Source: an optimization exercise on an open RTL-to-GDS flow (aim: small area and a short achievable clock period). Production flows keep margins and buffers that such runs may drop.
Power figures rest on the tool's default switching activity, not on a simulated workload.

==> inputs of try-indigo <==
// mosaic_coder
module mosaic_coder (
    input  wire        clk,
    input  wire        rst,           
    input  wire        in_valid,
    input  wire        in_first,      
    input  wire        in_last,       
    input  wire [3:0]  in_depth,      
    input  wire [2:0]  in_pred,       
    input  wire [4:0]  in_avail,      
    input  wire        in_ef_colour,  
    input  wire [15:0] in_x,
    input  wire [15:0] in_a,
    input  wire [15:0] in_b,
    input  wire [15:0] in_c,
    input  wire [15:0] in_e,
    input  wire [15:0] in_f,
    output reg         out_valid,
    output reg  [29:0] out_code,      
    output reg  [4:0]  out_len,
    output reg         blk_valid,
    output reg  [2:0]  blk_pred,
    output reg  [22:0] blk_bits
);
==> flow/config.mk <==
export PLATFORM = sky130hd
export DESIGN_NAME = mosaic_coder
export DESIGN_NICKNAME = mosaic_coder
export VERILOG_FILES = /design/flow/design.v
export SDC_FILE = /design/flow/constraint.sdc
export NUM_CORES = 4
export LEC_CHECK = 0
export ABC_AREA = 1
export CAP_MARGIN = 20
export CORE_MARGIN = 2
export CORE_UTILIZATION = 40
export SLEW_MARGIN = 20
==> flow/constraint.sdc <==
create_clock -name core_clock -period 20.0 [get_ports {clk}]
set_input_delay 4.0000 -clock core_clock [delete_from_list [all_inputs] [get_ports {clk}]]
set_output_delay 4.0000 -clock core_clock [all_outputs]
set_load 0.01 [all_outputs]
standard.sh (not shown) runs the stock make flow with config.mk's settings and CLKGATE_MAP_FILE= SYNTH_SCRIPT=/design/flow/synth_recipe.tcl, a recipe that flattens the netlist after the stock synthesis.
==> flow/flow/run.sh <==
#!/bin/bash
# Layout flow: the standard ORFS flow (standard.sh) with two changes in
# how the layout is made:
#  - synthesis maps adders as plain logic for abc (no half/full adder cells,
#    yosys's default Brent-Kung carry network instead of Kogge-Stone);
#  - ports are buffered with sky130_fd_sc_hd__buf_2 cells.
# Every tool's output goes to standard.log in this folder.
set -euo pipefail
export ADDER_MAP_FILE=
export SYNTH_OPERATIONS_ARGS=-booth
export BUFFER_PORTS_ARGS="-buffer_cell sky130_fd_sc_hd__buf_2"
bash standard.sh > standard.log 2>&1
==> try-umber: changes against try-indigo <==
==> flow/flow/run.sh (replaced) <==
#!/bin/bash
# Standard layout, unchanged; each tool's output goes to a log in this folder.
set -e
bash standard.sh > standard.log 2>&1
==> try-xenon: changes against try-indigo <==
--- a/flow/design.v
+++ b/flow/design.v
@@ -351,31 +351,36 @@
       acc_nx[p][4:0] = acc_lo[p][4:0];
       cy = acc_lo[p][5];
       for (j = 5; j < 23; j = j + 1) begin
         acc_nx[p][j] = acc_q[p][j] ^ cy;
         cy = cy & acc_q[p][j];
       end
     end
   end
+  wire lt01 = acc_nx[1] < acc_nx[0];
+  wire lt23 = acc_nx[3] < acc_nx[2];
+  wire lt45 = acc_nx[5] < acc_nx[4];
+  reg  w01, w23, w45;
   always @(posedge clk) begin
     for (p = 0; p < 6; p = p + 1)
       acc[p] <= acc_nx[p];
+    w01   <= lt01;
+    w23   <= lt23;
+    w45   <= lt45;
     tot_v <= v2 && last2 && !rst;
   end
-  wire        w01 = acc[1] < acc[0];
-  wire        w23 = acc[3] < acc[2];
-  wire        w45 = acc[5] < acc[4];
   wire [22:0] v01 = w01 ? acc[1] : acc[0];
   wire [22:0] v23 = w23 ? acc[3] : acc[2];
   wire [22:0] v45 = w45 ? acc[5] : acc[4];
-  wire        wb  = v23 < v01;
-  wire [22:0] v03 = wb ? v23 : v01;
-  wire [2:0]  i03 = wb ? {2'b01, w23} : {2'b00, w01};
-  wire        wc  = v45 < v03;
-  wire [22:0] vbest = wc ? v45 : v03;
-  wire [2:0]  ibest = wc ? {2'b10, w45} : i03;
+  wire        c_a = v23 < v01;
+  wire        c_b = v45 < v01;
+  wire        c_c = v45 < v23;
+  wire        s45 = c_b && c_c;
+  wire        s23 = !s45 && c_a;
+  wire [22:0] vbest = s45 ? v45 : s23 ? v23 : v01;
+  wire [2:0]  ibest = s45 ? {2'b10, w45} : s23 ? {2'b01, w23} : {2'b00, w01};
   always @(posedge clk) begin
     blk_valid <= tot_v && !rst;
     blk_pred  <= ibest;
     blk_bits  <= vbest;
   end
 endmodule
Settings changed: SLEW_MARGIN 20 to 70.
==> summary of the runs <==
Clock power: try-indigo > try-xenon > try-umber.
Of try-xenon and try-indigo, try-xenon has the higher routed wire length (gap 3.0%, measured against try-indigo).
Via count: try-umber > try-xenon > try-indigo.
Core utilization: try-indigo < try-umber < try-xenon.
Total power: try-umber > try-indigo > try-xenon.
Sequential share of layout area: try-indigo is higher than try-umber (3.0 points).
Between try-umber and try-xenon, the lower clock skew is in try-xenon (gap 0.012 ns).
Setup slack, highest first: try-xenon, try-indigo, try-umber.
The highest cell count belongs to try-umber, the lowest to try-xenon.
No run of this note included a check of the RTL's function; only the layout flow was run.

-- what the ideal ports hide --
In the flow no input, the clock included, has a driving cell. The finished layouts below were timed again as built, in two steps. Step 1 assumes that a clkbuf_16 drives the clock port and a buf_2 every other input. Step 2 moves the port delays by t, midway between the first and last clock arrival at a register: inputs arrive t later, outputs are due t later. That takes back most of the time a late clock gives input paths. Three values: ideal, step 1, step 2; two values: the first two.
run	t, ns	setup WS [ns]	worst hold slack (ns)	worst register clock-pin slew, ns	worst slew at a driven data input, ns
try-indigo	0.661	12.587 / 12.587 / 12.587	0.325 / 0.325 / 0.325	0.06 / 0.06	0.04
try-umber	0.653	12.526 / 12.526 / 12.526	0.327 / 0.327 / 0.327	0.08 / 0.08	0.04
try-xenon	0.667	13.615 / 13.615 / 13.615	0.329 / 0.329 / 0.329	0.06 / 0.06	0.04
After both steps setup and hold are still met in every run listed.
